What follows belongs to an exercise in optimizing a design on an open flow for small area, a short achievable clock period and few clock cycles per item; a production flow would make more cautious choices. Function was checked by simulation only, so behaviour that the tests miss may differ from the original.

## run 1
==> flow/design.v <==
module dvn_sha256 (
    input  wire         clk,
    input  wire         rst,         
    input  wire         in_valid,
    output wire         in_ready,
    input  wire [31:0]  in_data,
    input  wire         in_first,    
    output wire         out_valid,
    output wire [255:0] digest
);
    localparam [31:0] IV0 = 32'h6a09e667, IV1 = 32'hbb67ae85,
                      IV2 = 32'h3c6ef372, IV3 = 32'ha54ff53a,
                      IV4 = 32'h510e527f, IV5 = 32'h9b05688c,
                      IV6 = 32'h1f83d9ab, IV7 = 32'h5be0cd19;
    reg  [3:0]  ph;           
    reg  [1:0]  q;            
    reg         run;          
    reg         fresh;        
    reg  [3:0]  wcnt;         
    reg         pend_first;   
    reg         cur_first;    
    reg         rdy_q;
    reg         done_q;
    reg  [5:0]  kidx;         
    reg  [31:0] w [0:15];
    reg  [31:0] a, b, c, d, e, f, g, h;
    reg  [31:0] ha0, ha1, ha2, ha3;    
    reg  [31:0] he0, he1, he2, he3;    
    wire accept  = in_valid & rdy_q;
    wire q3      = (q == 2'd3);
    wire ph15    = (ph == 4'd15);
    reg  last;        
    reg  add_en;      
    reg  ld_iv;       
    reg  fold_h;      
    reg  fold_iv;     
    wire slot_ok = ~run | q3;                      
    wire start_if = (wcnt == 4'd15);
    wire start   = accept & start_if;
    wire       run_na = run & ~last;
    wire       run_a  = start_if | run_na;
    wire       run_n  = accept ? run_a : run_na;
    wire [1:0] q_n    = (run & ph15) ? q + 2'd1 : q;    
    wire [3:0] ph_inc = ph + 4'd1;
    wire [3:0] ph_n   = fresh ? {3'd0, accept} : ph_inc;
    wire [3:0] wcnt_a = wcnt + 4'd1;                    
    wire [3:0] wcnt_n = accept ? wcnt_a : wcnt;
    wire       fresh_n = fresh & ~accept;
    wire       rdy_a  = ~start_if & (wcnt_a == ph_inc) & (~run_na | (q_n == 2'd3));
    wire       rdy_na = fresh | ((wcnt == ph_inc) & (~run_na | (q_n == 2'd3)));
    wire       rdy_n  = accept ? rdy_a : rdy_na;
    always @(posedge clk) begin
        if (rst) begin
            ph     <= 4'd0;
            q      <= 2'd0;
            run    <= 1'b0;
            fresh  <= 1'b1;
            wcnt   <= 4'd0;
            rdy_q  <= 1'b1;
            done_q <= 1'b0;
            last   <= 1'b0;
            add_en <= 1'b0;
            ld_iv  <= 1'b0;
            fold_h <= 1'b0;
            fold_iv <= 1'b0;
        end else begin
            ph     <= ph_n;
            q      <= q_n;
            run    <= run_n;
            fresh  <= fresh_n;
            wcnt   <= wcnt_n;
            rdy_q  <= rdy_n;
            done_q <= last;
            last   <= run & q3 & (ph == 4'd14);
            add_en <= run & q3 & ((ph == 4'd12) | (ph == 4'd13) | (ph == 4'd14));
            ld_iv  <= (ph == 4'd14) & slot_ok & (wcnt != 4'd0) & pend_first;
            fold_h <= run & q3 & (ph == 4'd14) & ~cur_first;
            fold_iv <= run & q3 & (ph == 4'd14) & cur_first;
        end
    end
    always @(posedge clk) begin
        if (accept && wcnt == 4'd0)
            pend_first <= in_first;
        if (start)
            cur_first <= pend_first;
        kidx <= {((run & (ph == 4'd14)) ? q + 2'd1 : q_n), ph + 4'd2};
    end
    assign in_ready  = rdy_q;
    assign out_valid = done_q;
    localparam [2047:0] KTAB = {
        32'hc67178f2, 32'hbef9a3f7, 32'ha4506ceb, 32'h90befffa,
        32'h8cc70208, 32'h84c87814, 32'h78a5636f, 32'h748f82ee,
        32'h682e6ff3, 32'h5b9cca4f, 32'h4ed8aa4a, 32'h391c0cb3,
        32'h34b0bcb5, 32'h2748774c, 32'h1e376c08, 32'h19a4c116,
        32'h106aa070, 32'hf40e3585, 32'hd6990624, 32'hd192e819,
        32'hc76c51a3, 32'hc24b8b70, 32'ha81a664b, 32'ha2bfe8a1,
        32'h92722c85, 32'h81c2c92e, 32'h766a0abb, 32'h650a7354,
        32'h53380d13, 32'h4d2c6dfc, 32'h2e1b2138, 32'h27b70a85,
        32'h14292967, 32'h06ca6351, 32'hd5a79147, 32'hc6e00bf3,
        32'hbf597fc7, 32'hb00327c8, 32'ha831c66d, 32'h983e5152,
        32'h76f988da, 32'h5cb0a9dc, 32'h4a7484aa, 32'h2de92c6f,
        32'h240ca1cc, 32'h0fc19dc6, 32'hefbe4786, 32'he49b69c1,
        32'hc19bf174, 32'h9bdc06a7, 32'h80deb1fe, 32'h72be5d74,
        32'h550c7dc3, 32'h243185be, 32'h12835b01, 32'hd807aa98,
        32'hab1c5ed5, 32'h923f82a4, 32'h59f111f1, 32'h3956c25b,
        32'he9b5dba5, 32'hb5c0fbcf, 32'h71374491, 32'h428a2f98};
    wire [31:0] k_t = KTAB[{kidx, 5'd0} +: 32];
    wire [31:0] big_s0 = {a[1:0], a[31:2]} ^ {a[12:0], a[31:13]} ^ {a[21:0], a[31:22]};
    wire [31:0] big_s1 = {e[5:0], e[31:6]} ^ {e[10:0], e[31:11]} ^ {e[24:0], e[31:25]};
    wire [31:0] ch     = (e & f) ^ (~e & g);
    wire [31:0] maj    = (a & b) | (c & (a | b));
    wire [31:0] fold_a = ({32{fold_h}} & ha1) | ({32{fold_iv}} & IV0);
    wire [31:0] fold_e = ({32{fold_h}} & he1) | ({32{fold_iv}} & IV4);
    reg  [31:0] hkw;
    wire [31:0] r1s = hkw ^ big_s1 ^ ch;
    wire [31:0] r1c = {((hkw & big_s1) | (ch & (hkw | big_s1))), 1'b0};
    wire [31:0] p1s = big_s0 ^ maj ^ fold_a;
    wire [31:0] p1c = {((big_s0 & maj) | (fold_a & (big_s0 | maj))), 1'b0};
    wire [31:0] a2s = r1s ^ r1c ^ p1s;
    wire [31:0] a2c = {((r1s & r1c) | (p1s & (r1s | r1c))), 1'b0};
    wire [31:0] a3s = a2s ^ a2c ^ p1c;
    wire [31:0] a3c = {((a2s & a2c) | (p1c & (a2s | a2c))), 1'b0};
    wire [31:0] a_rnd = a3s + a3c;
    wire [31:0] e2s = r1s ^ r1c ^ d;
    wire [31:0] e2c = {((r1s & r1c) | (d & (r1s | r1c))), 1'b0};
    wire [31:0] e3s = e2s ^ e2c ^ fold_e;
    wire [31:0] e3c = {((e2s & e2c) | (fold_e & (e2s | e2c))), 1'b0};
    wire [31:0] e_rnd = e3s + e3c;
    wire [31:0] sml_s0 = {w[1][6:0], w[1][31:7]} ^ {w[1][17:0], w[1][31:18]} ^ {3'b0, w[1][31:3]};
    wire [31:0] sml_s1 = {w[14][16:0], w[14][31:17]} ^ {w[14][18:0], w[14][31:19]} ^ {10'b0, w[14][31:10]};
    wire [31:0] w_next = sml_s1 + w[9] + sml_s0 + w[0];
    wire [31:0] in_word = {in_data[7:0], in_data[15:8], in_data[23:16], in_data[31:24]};
    integer i;
    always @(posedge clk) begin
        for (i = 0; i < 15; i = i + 1)
            w[i] <= w[i + 1];
        if (run & ~q3)
            w[15] <= w_next;
        else if (accept)
            w[15] <= in_word;
        else
            w[15] <= w[0];
    end
    wire [31:0] iv_a = ph[1] ? (ph[0] ? IV1 : IV2) : IV3;    
    wire [31:0] iv_e = ph[1] ? (ph[0] ? IV5 : IV6) : IV7;
    wire [31:0] opa1 = (add_en & cur_first) ? iv_a : ha0;
    wire [31:0] ope1 = (add_en & cur_first) ? iv_e : he0;
    wire [31:0] sum_a = opa1 + ({32{add_en}} & a);
    wire [31:0] sum_e = ope1 + ({32{add_en}} & e);
    always @(posedge clk) begin
        ha0 <= last ? a_rnd : ha1;
        ha1 <= ha2;
        ha2 <= ha3;
        ha3 <= sum_a;
        he0 <= last ? e_rnd : he1;
        he1 <= he2;
        he2 <= he3;
        he3 <= sum_e;
    end
    wire [31:0] h_nx = ld_iv ? IV7 : (last ? he2 : g);
    always @(posedge clk) begin
        if (ld_iv) begin
            a <= IV0; b <= IV1; c <= IV2; d <= IV3;
            e <= IV4; f <= IV5; g <= IV6;
        end else begin
            a <= run ? a_rnd : h;
            e <= run ? e_rnd : d;
            if (last) begin
                b <= sum_a; c <= ha3; d <= ha2;
                f <= sum_e; g <= he3;
            end else begin
                b <= a; c <= b; d <= c;
                f <= e; g <= f;
            end
        end
        h   <= h_nx;
        hkw <= h_nx + k_t + w[1];
    end
    wire [31:0] hw0 = ha0, hw1 = ha3, hw2 = ha2, hw3 = ha1;
    wire [31:0] hw4 = he0, hw5 = he3, hw6 = he2, hw7 = he1;
    assign digest = {
        hw7[7:0], hw7[15:8], hw7[23:16], hw7[31:24],
        hw6[7:0], hw6[15:8], hw6[23:16], hw6[31:24],
        hw5[7:0], hw5[15:8], hw5[23:16], hw5[31:24],
        hw4[7:0], hw4[15:8], hw4[23:16], hw4[31:24],
        hw3[7:0], hw3[15:8], hw3[23:16], hw3[31:24],
        hw2[7:0], hw2[15:8], hw2[23:16], hw2[31:24],
        hw1[7:0], hw1[15:8], hw1[23:16], hw1[31:24],
        hw0[7:0], hw0[15:8], hw0[23:16], hw0[31:24]};
endmodule
Settings: LEC_CHECK=0, CAP_MARGIN=20, CORE_MARGIN=2, CORE_UTILIZATION=50, CTS_CLUSTER_DIAMETER=80, CTS_CLUSTER_SIZE=30, GPL_TIMING_DRIVEN=1, SLEW_MARGIN=20; clock period 20.0 ns.
standard.sh (not shown) runs the stock make flow with config.mk's settings and CLKGATE_MAP_FILE= SYNTH_SCRIPT=/design/flow/synth_recipe.tcl, a recipe that flattens the netlist after the stock synthesis.
==> flow/flow/run.sh <==
#!/bin/bash
set -euo pipefail
bash standard.sh SETUP_SLACK_MARGIN=${MARGIN:-14.5} \
  "BUFFER_PORTS_ARGS=-buffer_cell sky130_fd_sc_hd__buf_2" finish > flow.log 2>&1
Run 1 did not stop at any stage, and its layout met the timing, DRC and antenna checks.
Testbench counts of run 1, summed over its fixed seeds: cycles 24,712, blocks 384.
Edits applied to the flow inputs when going from run 1 to run 2:
Settings: GPL_TIMING_DRIVEN no longer set, was 1; CORE_UTILIZATION now 60, was 50; CTS_CLUSTER_SIZE no longer set, was 30; CTS_CLUSTER_DIAMETER no longer set, was 80.
## What came out
The clock period minus worst slack in run 2 was lower than what run 1 gave.
Worst-case setup margin in the final layout was higher in run 2 than in run 1.
Comparing run 2 and run 1, the higher maximum frequency was measured on run 2.
Of the two values seen for launch point of the worst path, he3[31]$_DFF_P_ was produced by run 1 and e[3]$_SDFF_PP1_ by run 2.
Run 2 against run 1: final weighted congestion in routability-driven placement now sits higher; ratio of routed vias to standard cells went up.
Between run 1 and run 2, the area used by multi-input combinational logic figures differ only marginally.
Looking at number of stages on the worst setup path, run 2 sits 15 higher than run 1 does.
On detailed-router iteration count before antenna repair: between run 2 and run 1, it ends up higher for run 2.
[inputs] run 3 vs run 2
Settings: CORE_UTILIZATION changed from 60 to 50; CTS_CLUSTER_SIZE newly set to 30; CTS_CLUSTER_DIAMETER newly set to 80.
-- flow/flow/run.sh --
<<< run 2, line 3
bash standard.sh SETUP_SLACK_MARGIN=${MARGIN:-14.5} \
>>> run 3, line 3
bash standard.sh SETUP_SLACK_MARGIN=${MARGIN:-14.2} \
Results
Summary: with run 2 as the reference, vias per cell in run 3 moved down by a few percent. On global-route met2 utilization: run 3 sits below run 2. What run 2 reported for count of filler cells inserted in the layout has to be multiplied by 1.4 to get the figure for run 3. Changes observed in run 3 relative to run 2: area of the multi-input gates comparable. Compared with run 2, run 3 shows a clock slew seen by the registers of the worst setup and hold paths that is 50 ps higher. Relative to run 2, the floorplan core area measured on run 3 has increased by more than 10%.
Relative to run 3, the following input files were edited for run 4:
Settings: changing CTS_CLUSTER_SIZE from 30 to 24; changing CTS_CLUSTER_DIAMETER from 80 to 70.
-- flow/flow/run.sh --
<<< run 3, line 3
bash standard.sh SETUP_SLACK_MARGIN=${MARGIN:-14.2} \
>>> run 4, line 3
bash standard.sh SETUP_SLACK_MARGIN=${MARGIN:-14.5} \
==> comparison <==
- Run 4 completed end to end with timing, DRC and antenna clean.
- On run 4: final critical path time including I/O delays and setup is 160 ps lower than what run 3 gave.
- Run 4 vs. run 3: share of the clock period used by the worst path after layout went down by 0.82 points.
- Register-to-register path setup slack, run 4 and run 3: smaller value in run 3
- Run 4 drops more vias than run 3.
- Run 4 against run 3: total wirelength of the detailed-routed design rose 1300 um.

---

## nickel
// dvn_sha256: RTL as listed in full above, without the edits since
Settings: LEC_CHECK=0, ABC_AREA=1, CAP_MARGIN=20, CORE_MARGIN=2, CORE_UTILIZATION=50, CTS_CLUSTER_DIAMETER=80, CTS_CLUSTER_SIZE=30, SLEW_MARGIN=20; clock period 20.0 ns.
==> flow/flow/run.sh <==
#!/bin/bash
set -euo pipefail
bash standard.sh SETUP_SLACK_MARGIN=${MARGIN:-14.5} \
  "BUFFER_PORTS_ARGS=-buffer_cell sky130_fd_sc_hd__buf_2" finish > flow.log 2>&1
nickel ended with every stage complete and zero timing, DRC or antenna violations.
Testbench counts of nickel, summed over its fixed seeds: cycles 24,712, blocks 384.
--- input diff nickel..onyx ---
Settings: CTS_CLUSTER_DIAMETER removed (was 80); ABC_AREA removed (was 1); CTS_CLUSTER_SIZE removed (was 30).
-- flow/flow/run.sh --
<<< nickel, line 3
bash standard.sh SETUP_SLACK_MARGIN=${MARGIN:-14.5} \
>>> onyx, line 3
bash standard.sh SETUP_SLACK_MARGIN=${MARGIN:-14.8} \
## What came out
Taking nickel as the reference point, the fmax of onyx rises by 4.4%. Cell with the biggest individual delay on the critical path: dfxtp_4 -> onyx, dfxtp_1 -> nickel. Of the two values seen for most common cell after layout, fill and taps aside, nand2_1 was produced by nickel and dfxtp_1 by onyx. Between nickel and onyx, the flow reports via total after detailed routing decreasing by more than 10%. onyx against nickel: non-clock buffer count has increased; global-route wire length before repair has decreased.
Edits applied to the flow inputs when going from onyx to zinc:
Settings: a change of CORE_UTILIZATION from 50 to 56; an added CTS_CLUSTER_SIZE of 30; an added CTS_CLUSTER_DIAMETER of 80.
-- flow/flow/run.sh --
<<< onyx, line 3
bash standard.sh SETUP_SLACK_MARGIN=${MARGIN:-14.8} \
>>> zinc, line 3
bash standard.sh SETUP_SLACK_MARGIN=${MARGIN:-14.5} \
Notes after the runs:
Number of antenna violations at the first check in global routing: zinc vs onyx down 1
Summary of zinc over onyx: share of the core filled with cells +1.2 points, total wire length after detailed routing -about 6%.
Per the comparison of zinc with onyx, summed area of non-filler cells in the final layout went down; maximum frequency went down; layout buffer count excluding clock buffers went down.
Relative to zinc, the following input files were edited for xenon:
Settings: CORE_UTILIZATION: 56 -> 50.
-- flow/flow/run.sh --
<<< zinc, line 3
bash standard.sh SETUP_SLACK_MARGIN=${MARGIN:-14.5} \
>>> xenon, line 3
bash standard.sh SETUP_SLACK_MARGIN=${MARGIN:-14.75} \
### Flow results
xenon finished all stages; the layout is clean. The number of gates given a new drive strength after cts number comes out higher for xenon vs zinc. Looking at total wire length after detailed routing across both flows, xenon is the weaker of the two, with zinc ahead. Delta (xenon minus zinc): period utilization decreased by 0.92 points relative to the old numbers, fmax increased by about 3.5% relative to the old numbers, synthesized area closely matched the old numbers.
Inputs modified between xenon and yarrow:
Settings: CTS_CLUSTER_DIAMETER no longer set, was 80; CTS_CLUSTER_SIZE no longer set, was 30.
-- flow/flow/run.sh --
<<< xenon, line 3
bash standard.sh SETUP_SLACK_MARGIN=${MARGIN:-14.75} \
>>> yarrow, line 3
bash standard.sh SETUP_SLACK_MARGIN=${MARGIN:-14.5} \
Notes after the runs:
- Higher cell area after layout goes to yarrow over xenon.
- yarrow: fraction of final layout cells with drive strength greater than 1 lower than xenon
- The setup skew after layout reported for yarrow is greater than that of xenon by 21 ps.

## port drivers added, routing unchanged
How much do the figures lean on ideal ports? The routed layouts below were timed once more, with nothing changed but the port constraints. Step 1: set_driving_cell puts a clkbuf_16 on clk and a buf_2 on each other input, an assumption about the parent block. Step 2 times the ports against the registers' clock, not the clock port: input delays grow and output delays shrink by t, the midpoint of the rising clock arrivals with the driver on. a / b / c = ideal / step 1 / step 2; a / b = the first two.
run	shift t [ns]	setup slack, ns	worst hold slack (ns)	worst setup path at the end	worst slew at a driven data input, ns
run 1	0.777	14.483 / 14.413 / 14.305	0.308 / 0.308 / 0.308	input to register	0.08
run 2	0.778	14.543 / 14.475 / 14.352	0.312 / 0.312 / 0.312	input to register	0.07
run 3	0.775	14.323 / 14.323 / 14.311	0.310 / 0.310 / 0.310	input to register	0.08
run 4	0.760	14.487 / 14.409 / 14.331	0.312 / 0.312 / 0.312	input to register	0.08
nickel	0.799	14.515 / 14.438 / 14.506	0.312 / 0.312 / 0.312	input to register	0.08
onyx	0.780	14.748 / 14.678 / 14.616	0.287 / 0.287 / 0.287	input to register	0.08
zinc	0.768	14.541 / 14.467 / 14.301	0.298 / 0.298 / 0.298	input to register	0.07
xenon	0.768	14.725 / 14.654 / 14.581	0.305 / 0.305 / 0.305	input to register	0.07
yarrow	0.800	14.502 / 14.426 / 14.323	0.306 / 0.306 / 0.306	input to register	0.08
After both steps setup and hold are still met in every run listed. For zinc, which loses most, drivers alone change the setup slack by -0.074 ns; drivers and shift together by -0.240 ns.
